From an optimization exercise on the open Yosys and OpenROAD flow, aimed at small area and a short achievable clock period; shortcuts taken in it are not production practice. At most, simulation tests tie the RTL to the original design; equivalence was not proved. Power figures rest on the tool's default switching activity, not on a simulated workload.

## main
Design fmtconv, start of the top module:
module fmtconv (
    input  wire        clk,
    input  wire        rst,           
    input  wire        in_valid,
    input  wire [3:0]  src_fmt,
    input  wire [3:0]  dst_fmt,
    input  wire [1:0]  rnd,           
    input  wire        sat,
    input  wire        strict,
    input  wire        flush,
    input  wire [31:0] in_data,
    output reg         out_valid,
    output reg  [31:0] out_data,
    output reg  [6:0]  out_flags,     
    output reg         out_range      
);
    reg        r_valid;
    reg [3:0]  r_src, r_dst;
    reg [1:0]  r_rnd;
    reg        r_sat, r_strict, r_flush;
    reg [31:0] r_data;
    always @(posedge clk) begin
        if (rst) r_valid <= 1'b0;
        else     r_valid <= in_valid;
        r_src    <= src_fmt;
        r_dst    <= dst_fmt;
        r_rnd    <= rnd;
        r_sat    <= sat;
        r_strict <= strict;
        r_flush  <= flush;
        r_data   <= in_data;
    end
    wire        d_sign, d_zero, d_inf, d_nan, d_snan, d_flushed, d_int;
    wire [31:0] d_m;
    wire [4:0]  d_lz;
    wire signed [9:0] d_ash;
    wire signed [9:0] d_eb0;
    wire        d_ecz;
    fc_decode u_dec (
        .src(r_src), .dst(r_dst), .d(r_data), .flush_eff(r_flush | ~r_strict),
        .sign(d_sign), .is_zero(d_zero), .is_inf(d_inf), .is_nan(d_nan), .is_snan(d_snan),
        .flushed(d_flushed), .is_int(d_int), .m_raw(d_m), .lz(d_lz), .ash(d_ash), .eb0(d_eb0), .ecz(d_ecz));
    reg        s1_valid, s1_bad;
    reg [3:0]  s1_dst;
    reg [1:0]  s1_rnd;
    reg        s1_sat, s1_strict, s1_flush;
    reg        s1_sign, s1_zero, s1_inf, s1_nan, s1_snan, s1_flushed, s1_int;
    reg [31:0] s1_m;
    reg [4:0]  s1_lz;
    reg signed [9:0] s1_ash;
    reg signed [9:0] s1_eb0;
    reg        s1_ecz;
    always @(posedge clk) begin
        if (rst) s1_valid <= 1'b0;
        else     s1_valid <= r_valid;
        s1_bad     <= (r_src > 4'hB) || (r_dst > 4'hB);
        s1_dst     <= r_dst;
        s1_rnd     <= r_rnd;
        s1_sat     <= r_sat;
        s1_strict  <= r_strict;
        s1_flush   <= r_flush;
        s1_sign    <= d_sign;
        s1_zero    <= d_zero;
        s1_inf     <= d_inf;
        s1_nan     <= d_nan;
        s1_snan    <= d_snan;
        s1_flushed <= d_flushed;
  ...
export LEC_CHECK = 0
export ABC_AREA = 1
export CAP_MARGIN = 20
export CORE_MARGIN = 2
export CORE_UTILIZATION = 30
export CTS_CLUSTER_DIAMETER = 120
export CTS_CLUSTER_SIZE = 32
export SLEW_MARGIN = 20
create_clock -name core_clock -period 18.0 [get_ports {clk}]
standard.sh (not shown) runs the stock make flow with config.mk's settings and CLKGATE_MAP_FILE= SYNTH_SCRIPT=/design/flow/synth_recipe.tcl, a recipe that flattens the netlist after the stock synthesis.
==> flow/flow/run.sh <==
#!/bin/bash
# The standard layout flow (standard.sh), with the input and output ports
# buffered by buf_2 cells instead of the delay buffers that buffer_ports
# picks by default. standard.sh's full output goes to standard.log.
export BUFFER_PORTS_ARGS="-buffer_cell sky130_fd_sc_hd__buf_2"
bash standard.sh > standard.log 2>&1
main went all the way through the flow, and no timing, DRC or antenna check failed.
Inputs modified between main and the feature branch:
-- flow/design.v --
<<< main, line 205
    input  wire              gt,
    input  wire [7:0]        eb,
    input  wire              ebgt,     
    input  wire              ebeq,     
    input  wire              qz,       
    input  wire              sub,
    input  wire              huge,
>>> the feature branch, line 205
    input  wire              gt,
    input  wire [7:0]        eb,
    input  wire              sub,
    input  wire              huge,
<<< main, line 236
    wire [22:0] fr = ir[22:0] & fmask;
    wire [7:0]  ef = (sub ? 8'd0 : eb) + {7'd0, cy};
    wire ovf   = ~sub & (ebgt | (ebeq & cy));
    wire rzero = sub & qz & ~inc;
    wire subres = sub & ~cy & ~rzero;
    wire tiny  = sub & ~(cy & gt);
>>> the feature branch, line 233
    wire [22:0] fr = ir[22:0] & fmask;
    wire [7:0]  ef = (sub ? 8'd0 : eb) + {7'd0, cy};
    wire ovf   = ~sub & ((eb > emaxb) | ((eb == emaxb) & cy));
    wire rzero = sub & ~(|q[22:0]) & ~inc;
    wire subres = sub & ~cy & ~rzero;
    wire tiny  = sub & ~(cy & gt);
<<< main, line 476
    wire s1_sub = ~s1_int_dst & ((s1_eb0 < 10'sd1) | ((s1_eb0 == 10'sd1) & s1_ecz));
    wire signed [9:0] s1_ebl = s1_eb0 - $signed({5'd0, s1_lz});
    wire [7:0] s1_emaxb = (s1_dst == 4'h0 || s1_dst == 4'h2) ? 8'd254 :
                          (s1_dst == 4'h1 || s1_dst == 4'h4) ? 8'd30 :
                          (s1_dst == 4'h3) ? 8'd15 :
                          (s1_dst == 4'h5) ? 8'd7 : 8'd3;
    wire [31:0] a_q;
    wire        a_g, a_g2, a_st2, a_huge;
>>> the feature branch, line 473
    wire s1_sub = ~s1_int_dst & ((s1_eb0 < 10'sd1) | ((s1_eb0 == 10'sd1) & s1_ecz));
    wire signed [9:0] s1_ebl = s1_eb0 - $signed({5'd0, s1_lz});
    wire [31:0] a_q;
    wire        a_g, a_g2, a_st2, a_huge;
<<< main, line 499
    reg        s2_inc, s2_inx, s2_cy, s2_gt, s2_sub, s2_huge;
    reg [7:0]  s2_eb;
    reg        s2_ebgt, s2_ebeq, s2_qz;
    always @(posedge clk) begin
        if (rst) s2_valid <= 1'b0;
>>> the feature branch, line 492
    reg        s2_inc, s2_inx, s2_cy, s2_gt, s2_sub, s2_huge;
    reg [7:0]  s2_eb;
    always @(posedge clk) begin
        if (rst) s2_valid <= 1'b0;
<<< main, line 523
        s2_sub     <= s1_sub;
        s2_eb      <= s1_ebl[7:0];
        s2_ebgt    <= s1_ebl[7:0] > s1_emaxb;
        s2_ebeq    <= s1_ebl[7:0] == s1_emaxb;
        s2_qz      <= ~(|a_q[22:0]);
        s2_huge    <= a_huge;
    end
>>> the feature branch, line 515
        s2_sub     <= s1_sub;
        s2_eb      <= s1_ebl[7:0];
        s2_huge    <= a_huge;
    end
<<< main, line 535
        .sign(s2_sign), .is_zero(s2_zero), .is_inf(s2_inf), .is_nan(s2_nan), .is_snan(s2_snan),
        .flushed(s2_flushed), .src_int(s2_int),
        .q(s2_q), .inc(s2_inc), .inx(s2_inx), .cy(s2_cy), .gt(s2_gt), .eb(s2_eb), .ebgt(s2_ebgt), .ebeq(s2_ebeq), .qz(s2_qz), .sub(s2_sub), .huge(s2_huge),
        .data(res_data), .flags(res_flags));
    always @(posedge clk) begin
>>> the feature branch, line 524
        .sign(s2_sign), .is_zero(s2_zero), .is_inf(s2_inf), .is_nan(s2_nan), .is_snan(s2_snan),
        .flushed(s2_flushed), .src_int(s2_int),
        .q(s2_q), .inc(s2_inc), .inx(s2_inx), .cy(s2_cy), .gt(s2_gt), .eb(s2_eb), .sub(s2_sub), .huge(s2_huge),
        .data(res_data), .flags(res_flags));
    always @(posedge clk) begin
==> summary.txt <==
The feature branch | status: complete | timing, DRC, antenna: pass
Of the feature branch and main, the run reporting the higher post-layout worst setup margin was the feature branch.
The feature branch against main: count of plain and timing-repair buffers increased 0.95%, minimum setup slack after placement increased 250 ps, later-pin clock latency in the skew report essentially unchanged, global-route wire length before repair increased about 1.7%, sum of routed wire length over all layers increased 2.5%.
Of the feature branch and main, the run reporting the lower clock share of power was main.
Looking only at relative contribution of combinational cells to total power, and setting everything else aside, the lower value of the feature branch and main goes to the feature branch.
Power went down slightly going from main to the feature branch.
Share of the clock period used by the worst path after layout, the feature branch and main: larger value in main
The RTL of main was laid out without a check of its function.

## re-timing with driven ports
How much do the figures lean on ideal ports? The routed layouts below were timed once more, with nothing changed but the port constraints. Step 1: set_driving_cell puts a clkbuf_16 on clk and a buf_2 on each other input, an assumption about the parent block. Step 2 adds t to the input delays and takes it off the output delays; t is the mean of the earliest and latest rising clock arrival at the registers after step 1. Input paths then give back, and output paths get back, about the clock's delay inside the block. a / b / c = ideal ports / drivers / drivers and shift; a / b = the first two.
| run | shift t [ns] | setup WS [ns] | worst setup path after step 2 |
|---|---|---|---|
| main | 0.544 | 13.361 / 13.361 / 13.361 | register to register |
| the feature branch | 0.550 | 13.418 / 13.362 / 13.544 | register to register |
After both steps setup and hold are still met in every run listed.
